This design comes from an exercise in tuning for small area, a short achievable clock period and few clock cycles on the open sky130 flow, not from production work.
The RTL was checked by simulation tests, not by an equivalence proof against the original design.

[flow/config.mk]
export PLATFORM = sky130hd
export DESIGN_NAME = ce_update
export DESIGN_NICKNAME = ce_update
export VERILOG_FILES = /design/flow/design.v
export SDC_FILE = /design/flow/constraint.sdc
export NUM_CORES = 8
export LEC_CHECK = 0
export CAP_MARGIN = 20
export CORE_MARGIN = 2
export CORE_UTILIZATION = 30
export PLACE_DENSITY = 0.5
export SLEW_MARGIN = 20
[flow/run.sh]
#!/bin/bash
# synth_recipe.tcl (not shown) runs the flow's synth.tcl, then flattens the netlist and writes it again
# the make line also repeats each setting of config.mk as NAME=value (left out here)
make -C /OpenROAD-flow-scripts/flow DESIGN_CONFIG=/design/flow/config.mk WORK_HOME=/design/flow/orfs CLKGATE_MAP_FILE= SYNTH_SCRIPT=/design/flow/synth_recipe.tcl finish
[flow/design.v]
module ce_update (
    input  wire         clk,
    input  wire         rst,
    input  wire         start,
    output reg          done,
    input  wire [1:0]   law,       
    input  wire [1:0]   nbq,       
    input  wire [15:0]  e,         
    input  wire [255:0] s_in,      
    input  wire [16:0]  umod,
    input  wire [15:0]  tco,       
    input  wire [7:0]   tref,      
    input  wire [7:0]   t,         
    input  wire [7:0]   damp,
    input  wire         dith_en,
    input  wire         wd,        
    input  wire         ho,        
    input  wire [17:0]  ff,        
    input  wire [17:0]  lr,        
    input  wire [639:0] coef,      
    input  wire [15:0]  kph,       
    input  wire [15:0]  gout,
    input  wire [31:0]  rgout,
    input  wire [15:0]  kb,        
    input  wire [16:0]  win,
    output wire [255:0] s_out,     
    output reg  [31:0]  w,         
    output reg  [16:0]  ul,        
    output reg  [16:0]  ucmd,      
    output reg  [7:0]   dh         
);
    localparam [4:0] S_IDLE  = 5'd0,
                     S_MAC   = 5'd1,    
                     S_RND   = 5'd2,    
                     S_BY    = 5'd3,    
                     S_BYW   = 5'd4,    
                     S_B0A   = 5'd5,    
                     S_B0B   = 5'd6,    
                     S_B0W   = 5'd7,    
                     S_B1A   = 5'd8,    
                     S_B1B   = 5'd9,    
                     S_B1W   = 5'd10,   
                     S_PC    = 5'd11,   
                     S_PMT   = 5'd12,   
                     S_PDH   = 5'd13,   
                     S_PCMD  = 5'd14,   
                     S_PDW   = 5'd15,   
                     S_PDWR  = 5'd16,   
                     S_PCL   = 5'd17,   
                     S_PCH   = 5'd18,   
                     S_FIN   = 5'd19;   
    localparam signed [71:0] RND28 = 72'sd1 <<< 27;
    localparam signed [71:0] RND24 = 72'sd1 <<< 23;
    localparam signed [71:0] RND23 = 72'sd1 <<< 22;
    reg  [4:0]  state;
    reg  [2:0]  k;           
    reg  [1:0]  sec;         
    reg  signed [31:0] s_r [0:7];
    reg  signed [31:0] v_r, y_r;
    reg  signed [71:0] acc;
    reg  signed [24:0] c_r;
    reg  signed [17:0] mt_r;
    reg  signed [27:0] du_r;
    reg  signed [52:0] dw_r;
    genvar gi;
    generate
        for (gi = 0; gi < 8; gi = gi + 1) begin : g_sout
            assign s_out[32*gi +: 32] = s_r[gi];
        end
    endgenerate
    wire signed [31:0] x = {{7{e[15]}}, e, 9'b0};
    function signed [31:0] cword;
        input integer i;
        cword = coef[32*i +: 32];
    endfunction
    function signed [31:0] sat32;
        input signed [71:0] a;
        if (a > 72'sd2147483647)
            sat32 = 32'h7fffffff;
        else if (a < -72'sd2147483648)
            sat32 = 32'h80000000;
        else
            sat32 = a[31:0];
    endfunction
    function signed [31:0] rnd;
        input signed [71:0] a;
        rnd = sat32((a + RND28) >>> 28);
    endfunction
    reg  signed [32:0] ma, mb;
    reg                mneg, mclr, mhi;
    reg  [2:0] cidx;
    reg        cneg;
    reg  signed [31:0] lop;
    always @(*) begin
        if (law == 2'd0) begin
            case (k)
                3'd0: begin cidx = 3'd0; lop = x;       cneg = 1'b0; end
                3'd1: begin cidx = 3'd1; lop = s_r[0];  cneg = 1'b0; end
                3'd2: begin cidx = 3'd2; lop = s_r[1];  cneg = 1'b0; end
                3'd3: begin cidx = 3'd4; lop = s_r[2];  cneg = 1'b1; end
                default: begin cidx = 3'd5; lop = s_r[3]; cneg = 1'b1; end
            endcase
        end else begin
            case (k)
                3'd0: begin cidx = 3'd0; lop = x;       cneg = 1'b0; end
                3'd1: begin cidx = 3'd1; lop = s_r[0];  cneg = 1'b0; end
                3'd2: begin cidx = 3'd2; lop = s_r[1];  cneg = 1'b0; end
                3'd3: begin cidx = 3'd3; lop = s_r[2];  cneg = 1'b0; end
                3'd4: begin cidx = 3'd4; lop = s_r[3];  cneg = 1'b1; end
                3'd5: begin cidx = 3'd5; lop = s_r[4];  cneg = 1'b1; end
                default: begin cidx = 3'd6; lop = s_r[5]; cneg = 1'b1; end
            endcase
        end
    end
    wire [2:0] nterms = (law == 2'd0) ? 3'd5 : 3'd7;
    wire [4:0] bq = {sec, 2'b00} + {3'b000, sec};
    wire signed [8:0] dt = {t[7], t} - {tref[7], tref};
    always @(*) begin
        ma   = 33'sd0;
        mb   = 33'sd0;
        mneg = 1'b0;
        mclr = 1'b0;
        mhi  = 1'b0;
        case (state)
            S_MAC: begin
                ma   = cword(cidx);
                mb   = lop;
                mneg = cneg;
                mclr = (k == 3'd0);
            end
            S_BY:  begin ma = cword(bq);        mb = v_r; mclr = 1'b1; end
            S_B0A: begin ma = cword(bq + 5'd1); mb = v_r; mclr = 1'b1; end
            S_B0B: begin ma = cword(bq + 5'd3); mb = y_r; mneg = 1'b1; end
            S_B1A: begin ma = cword(bq + 5'd2); mb = v_r; mclr = 1'b1; end
            S_B1B: begin ma = cword(bq + 5'd4); mb = y_r; mneg = 1'b1; end
            S_PC:  begin ma = $signed(w); mb = {17'd0, gout}; mclr = 1'b1; end
            S_PMT: begin ma = $signed(tco); mb = dt; mclr = 1'b1; end
            S_PDH: begin ma = $signed(kph); mb = $signed(e); mclr = 1'b1; end
            S_PDW: begin ma = du_r; mb = {1'b0, rgout}; mclr = 1'b1; end
            S_PCL: begin ma = {17'd0, kb}; mb = {1'b0, dw_r[31:0]}; mclr = 1'b1; end
            S_PCH: begin ma = {17'd0, kb}; mb = $signed(dw_r[52:32]); mhi = 1'b1; end
            default: ;
        endcase
    end
    wire signed [65:0] prod  = ma * mb;
    wire signed [71:0] prodx = mneg ? -{{6{prod[65]}}, prod} : {{6{prod[65]}}, prod};
    wire signed [71:0] addend = mhi ? (prodx <<< 32) : prodx;
    wire signed [71:0] acc_next = (mclr ? 72'sd0 : acc) + addend;
    wire signed [31:0] racc32 = rnd(acc);
    wire signed [71:0] racc   = racc32;
    wire signed [71:0] acc_c  = (acc + RND24) >>> 24;
    wire signed [71:0] acc_mt = acc >>> 8;
    wire signed [71:0] acc_dh = (acc + RND23) >>> 23;
    wire signed [19:0] mt_raw = $signed({3'b000, umod}) + acc_mt[19:0];
    wire signed [17:0] mt_new = (mt_raw < 0) ? 18'sd0 :
                                (mt_raw > 20'sd131071) ? 18'sd131071 : mt_raw[17:0];
    wire signed [27:0] uu = mt_r + c_r + $signed(ff) + $signed(lr);
    wire signed [18:0] lo_raw = mt_r - $signed({1'b0, win});
    wire signed [18:0] hi_raw = mt_r + $signed({1'b0, win});
    wire signed [18:0] lo = (lo_raw < 0) ? 19'sd0 : lo_raw;
    wire signed [18:0] hi = (hi_raw > 19'sd131071) ? 19'sd131071 : hi_raw;
    wire signed [27:0] ul_new = (uu < lo) ? lo : (uu > hi) ? hi : uu;
    wire signed [27:0] ud     = ul_new + (wd ? $signed({20'd0, damp}) : -$signed({20'd0, damp}));
    wire signed [27:0] ucmd_new = !dith_en ? ul_new :
                                  (ud < 0) ? 28'sd0 :
                                  (ud > 28'sd131071) ? 28'sd131071 : ud;
    wire signed [71:0] corr = acc >>> 15;
    wire [2:0] last = {nbq, 1'b0};
    wire signed [31:0] s_last = s_r[last];
    wire signed [31:0] hist   = sat32($signed({{40{w[31]}}, w}) + corr);
    wire signed [31:0] s_corr = sat32($signed({{40{s_last[31]}}, s_last}) + corr);
    function used;
        input [1:0] l;
        input [1:0] nq;
        input integer j;
        case (l)
            2'd0: used = (j < 4);
            2'd1: used = (j < 6);
            default: used = (j < 2 * nq + 2);
        endcase
    endfunction
    integer j;
    always @(posedge clk) begin
        if (rst) begin
            state <= S_IDLE;
            done  <= 1'b0;
        end else begin
            done <= 1'b0;
            acc  <= acc_next;
            case (state)
                S_IDLE: if (start) begin
                    for (j = 0; j < 8; j = j + 1)
                        s_r[j] <= used(law, nbq, j) ? s_in[32*j +: 32] : 32'd0;
                    v_r   <= x;
                    k     <= 3'd0;
                    sec   <= 2'd0;
                    state <= (law == 2'd2) ? S_BY : S_MAC;
                end
                S_MAC: begin
                    k <= k + 3'd1;
                    if (k == nterms - 3'd1)
                        state <= S_RND;
                end
                S_RND: begin
                    w     <= racc32;
                    state <= S_PC;
                end
                S_BY:  state <= S_BYW;
                S_BYW: begin
                    y_r   <= sat32(racc + s_r[{sec, 1'b0}]);
                    state <= S_B0A;
                end
                S_B0A: state <= S_B0B;
                S_B0B: state <= S_B0W;
                S_B0W: begin
                    s_r[{sec, 1'b0}] <= sat32(racc + s_r[{sec, 1'b1}]);
                    state <= S_B1A;
                end
                S_B1A: state <= S_B1B;
                S_B1B: state <= S_B1W;
                S_B1W: begin
                    s_r[{sec, 1'b1}] <= racc32;
                    v_r <= y_r;
                    if (sec == nbq) begin
                        w     <= y_r;
                        state <= S_PC;
                    end else begin
                        sec   <= sec + 2'd1;
                        state <= S_BY;
                    end
                end
                S_PC:  state <= S_PMT;
                S_PMT: begin
                    c_r   <= acc_c[24:0];
                    state <= S_PDH;
                end
                S_PDH: begin
                    mt_r  <= mt_new;
                    state <= S_PCMD;
                end
                S_PCMD: begin
                    if (!ho)
                        dh <= 8'd0;
                    else if (acc_dh > 72'sd102)
                        dh <= 8'd102;
                    else if (acc_dh < -72'sd102)
                        dh <= -8'sd102;
                    else
                        dh <= acc_dh[7:0];
                    ul    <= ul_new[16:0];
                    ucmd  <= ucmd_new[16:0];
                    du_r  <= ul_new - uu;
                    state <= S_PDW;
                end
                S_PDW:  state <= S_PDWR;
                S_PDWR: begin
                    dw_r  <= acc[60:8];
                    state <= S_PCL;
                end
                S_PCL:  state <= S_PCH;
                S_PCH:  state <= S_FIN;
                S_FIN: begin
                    case (law)
                        2'd0: begin
                            s_r[0] <= x;
                            s_r[1] <= s_r[0];
                            s_r[2] <= hist;
                            s_r[3] <= s_r[2];
                        end
                        2'd1: begin
                            s_r[0] <= x;
                            s_r[1] <= s_r[0];
                            s_r[2] <= s_r[1];
                            s_r[3] <= hist;
                            s_r[4] <= s_r[3];
                            s_r[5] <= s_r[4];
                        end
                        default: s_r[last] <= s_corr;
                    endcase
                    done  <= 1'b1;
                    state <= S_IDLE;
                end
                default: state <= S_IDLE;
            endcase
        end
    end
endmodule
[flow/constraint.sdc]
create_clock -name core_clock -period 18.0 [get_ports {clk}]
set_input_delay 3.6000 -clock core_clock [delete_from_list [all_inputs] [get_ports {clk}]]
set_output_delay 3.6000 -clock core_clock [all_outputs]
set_load 0.01 [all_outputs]
==> results.txt <==
==> cell usage after synthesis (145+ instances only) <==
library cell | count | share of area
nand2_1 | 1557 | 0.056
inv_1 | 1456 | 0.052
fa_1 | 1185 | 0.23
nor2_1 | 820 | 0.029
a21oi_1 | 748 | 0.036
ha_1 | 666 | 0.079
clkbuf_1 | 633 | 0.023
edfxtp_1 | 595 | 0.17
o21ai_0 | 484 | 0.023
nand3_1 | 347 | 0.016
xnor2_1 | 344 | 0.029
a22oi_1 | 323 | 0.023
a21o_1 | 253 | 0.018
and2_1 | 243 | 0.014
xor2_1 | 207 | 0.017
and3_1 | 145 | 0.0086
==> cells in the final DEF (no fill, tap or decap), types with 40 or more instances in the layout <==
| cell type | count |
|---|---|
| xor2_1 | 207 |
| a22oi_1 | 323 |
| buf_12 | 91 |
| nand2b_1 | 92 |
| fa_1 | 1185 |
| o211ai_1 | 73 |
| a21o_1 | 252 |
| inv_1 | 1454 |
| a222oi_1 | 60 |
| nor2_1 | 798 |
| nand4_1 | 130 |
| or3_1 | 45 |
| nand3_1 | 343 |
| mux2i_1 | 74 |
| clkdlybuf4s50_1 | 1440 |
| nor2b_1 | 68 |
| o21ai_0 | 467 |
| nor4_1 | 40 |
| a21oi_1 | 742 |
| ha_1 | 665 |
| a211oi_1 | 117 |
| and2_1 | 243 |
| xnor2_1 | 343 |
| and3_1 | 140 |
| a31oi_1 | 90 |
| a311oi_1 | 48 |
| nor3_1 | 131 |
| a22o_1 | 55 |
| o21bai_1 | 72 |
| diode_2 | 124 |
| o21ai_1 | 76 |
| o21a_1 | 91 |
| a221oi_1 | 125 |
| buf_4 | 950 |
| clkbuf_16 | 74 |
| edfxtp_1 | 595 |
| mux4_2 | 123 |
| nand2_1 | 1554 |
==> metrics by stage <==
stage	utilization	area (um2)	worst slack [ns]	hold WS, ns
after global placement	0.3783	132200	0.08222	0.5232
after global routing	0.3859	134800	0.02316	0.5734
after floorplan	-	105300	1.170	0.4455
after detailed placement	0.3784	132200	0.1803	0.5363
final	0.3863	135000	0.7434	0.5584
after CTS	0.3852	134600	0.7917	0.5513
==> timing repair <==
action                     CTS  global route
gates resized for setup      0             9
hold endpoints to repair     0             0
setup endpoints to repair    0             8
==> routing by layer <==
| layer | global-route usage | share of wire | wire [um] |
|---|---|---|---|
| met3 | 0.1004 | 0.11 | 72510 |
| met1 | 0.4675 | 0.38 | 261900 |
| met5 | 0.003110 | 0.0011 | 736 |
| met2 | 0.5682 | 0.43 | 296700 |
| met4 | 0.2680 | 0.083 | 57260 |
==> worst reg2reg max path: cells and delay by family, from the launching register on <==
family,cells,cell delay [ns]
adder cells (fa/ha/maj),11,5.10
AO/OA/AOI/OAI,21,4.72
AND/OR/NAND/NOR,9,2.69
buffers and inverters,8,1.50
flip-flops,1,0.78
XOR/XNOR,2,0.38
multiplexers,1,0.18
==> how the worst max path moves through the flow <==
| stage | start | to | slack, ns |
|---|---|---|---|
| global placement | law[1] | acc[70] | 0.08 |
| detailed placement | law[1] | acc[70] | 0.18 |
| finish | law[1] | acc[70] | 0.74 |
| floorplan | law[0] | acc[71] | 1.17 |
| CTS | law[0] | acc[70] | 0.79 |
| global route | t[0] | acc[70] | 0.02 |
==> registers in the layout (all words and copies together) (netlist names), named ones only <==
name / flops
s_r: 256
du_r: 28
y_r: 32
acc: 72
mt_r: 18
ul: 17
k: 3
c_r: 25
sec: 2
w: 32
dw_r: 53
v_r: 32
dh: 8
done: 1
ucmd: 17
state: 5
==> final cells by class <==
cell class	count	area (um2)	share of cell area
sequential	603	18030	0.1336
clock inverter	37	456.7	0.003383
tap	4599	5754	0.04263
clock buffer	90	1912	0.01416
inverter	1463	5500	0.04075
multi-input combinational	9473	79560	0.5894
antenna	124	310.3	0.002299
timing repair buffer	2488	23460	0.1738
==> cell families after synthesis <==
family,synth area share
adder cells (fa/ha/maj),0.3055
XOR/XNOR,0.04585
other,0.00003563
AO/OA/AOI/OAI,0.1953
flip-flops,0.1713
buffers and inverters,0.07943
AND/OR/NAND/NOR,0.1685
multiplexers,0.03410
==> summary.md <==
| Metric | Value |
|---|---|
| DRT Pass-1 Iters | 10 |
| WL/cell | roughly 37 um |
| HPWL after DPL | roughly 580,000 um |
| Cell repeated most along the worst path | fa_1 |
| Initial antenna violation count | about 170 |
| Gp weighted congestion | 1.033 |
| Placed insts | around 19,000 |
| Nature of the critical path startpoint | primary input |
| IO Count | 1,443 |
| Critical Path End Type | register |
| Post-Syn Area | 105,300 um2 |
| Avg Synthesized Cell Area | 8.571 um2 |
| Fin crit period | between 15 and 20 ns |
| Detailed-route via count | 111,000 |
| Antenna Nets Post-Route | 0 |
| Max-cap violations | 0 |
| Synth Net Count | around 15,000 |
| Fin. Hold Viols | 0 |
| Worst path depth | 60 |
| Slowest stage delay, CP | about 0.57 ns |
| Die Height | between 500 and 600 um |
| Synth Register Bits | 603 |
| HP Start | acc[30] |
| Iter 0 DRT Violations | 14,620 |
| Rows | between 200 and 250 |
| Core Area | 349,400 um2 |
| Worst Path Max Fanout | 40 |
| Clock Path Buffers | 3 |
| Buf/Inv on CP | 13 |
| Worst Path Arrival | around 18 ns |
| Root buffer cell | clkbuf_16 |
| WHS Endpoint | dw_r[22] |
| Worst reg2reg setup slack | between 2 and 2.5 ns |
| Die area | ~360,000 um2 |
| Endpoints failing setup | 0 |
| WP data required | 18.45 ns |
| Num CTS Buffers | 72 |
| CTS tree | built |
| Register area share after synthesis | 0.1713 |
| # H-tree levels | 3 |
| Family with the most delay on the worst path | compound AO/OA/AOI/OAI gates |
| Final wirelength | 689,100 um |
| Clock latency on the worst-skew pair | 0.74 ns |
| Via density | 5.878 |
| Ys Warns | 1 |
| Aggregate global routing overflow | 0 |
| Netlist cell types | about 120 |
| Largest net degree at the start of global routing | a little under 80 |
| Die W | 596.3 um |
| Hold Crit Class | register to register |
| Critical-path top delay cell | fa_1 |
| Status | complete, no violations |
| Final Skew | 0.05889 ns |
| FF-to-FF End | acc[71] |
| EDFF count, synth | a little under 600 |
| Port Buffer Count | 1,442 |
| TNS Setup | 0 ns |
| Asr flop ratio synth | 0 |
| Slew HR | 0.1526 |
| Worst r2r src | k[2] |
| WS Path Type | primary input to register |
| All-layer global routing usage | 0.3775 |
| Worst-Margin Slew | 1.271 ns |
| Worst-path clk slew | 0.07 ns |
| DRC violations left | 0 |
| Post-Layout Cell Count | approximately 19,000 |
| Post-synth top flop | edfxtp_1 |
| Hold path cells | 0 |
| Layout Nets | 17,060 |
| Mapped Cells | 12,280 |
| Unrepaired setup endpoints after global routing | no |
| Period utilisation layout | 0.9587 |
| Proportion of layout cells with a drive suffix above 1 | 0.1083 |
| Fillers | 35,860 |
| Post-CTS Hold Fix Bufs | 0 |
| Slew Limit Fails | 0 |
| Fmax | about 58 MHz |
| Initial Util | 0.3012 |
| Number of global-route vias before repair | approximately 110k |
| Area growth from synthesis to layout | 28.24% |
| First-pass GRT wire length | approximately 900,000 um |
| Clock sinks | approximately 600 |
| Setup bufs post-CTS | 0 |
| R2R cell count | 52 |
Testbench counts, summed over its fixed seeds: cycles 47,608.

[re-timing with driven ports]
The flow's constraints put no driver on any port. The routed layout listed below was extracted and timed again, unchanged, in two steps.
Step 1, drivers: a clkbuf_16 drives clk and a buf_2 each remaining input, both assumed.
Step 2 moves the port delays by t, midway between the first and last clock arrival at a register: inputs arrive t later, outputs are due t later. That takes back most of the time a late clock gives input paths.
a / b / c = ideal ports / drivers / drivers and shift; a / b = the first two.
t, ns: 0.815
slack for setup (ns): 0.743 / 0.828 / 0.013
worst setup path after step 2: input to register
slew at the worst register clock pin (ns): 0.08 / 0.08
After both steps setup and hold are still met in this run. The setup slack of this run moves by +0.085 ns with the drivers and by -0.730 ns with both steps.
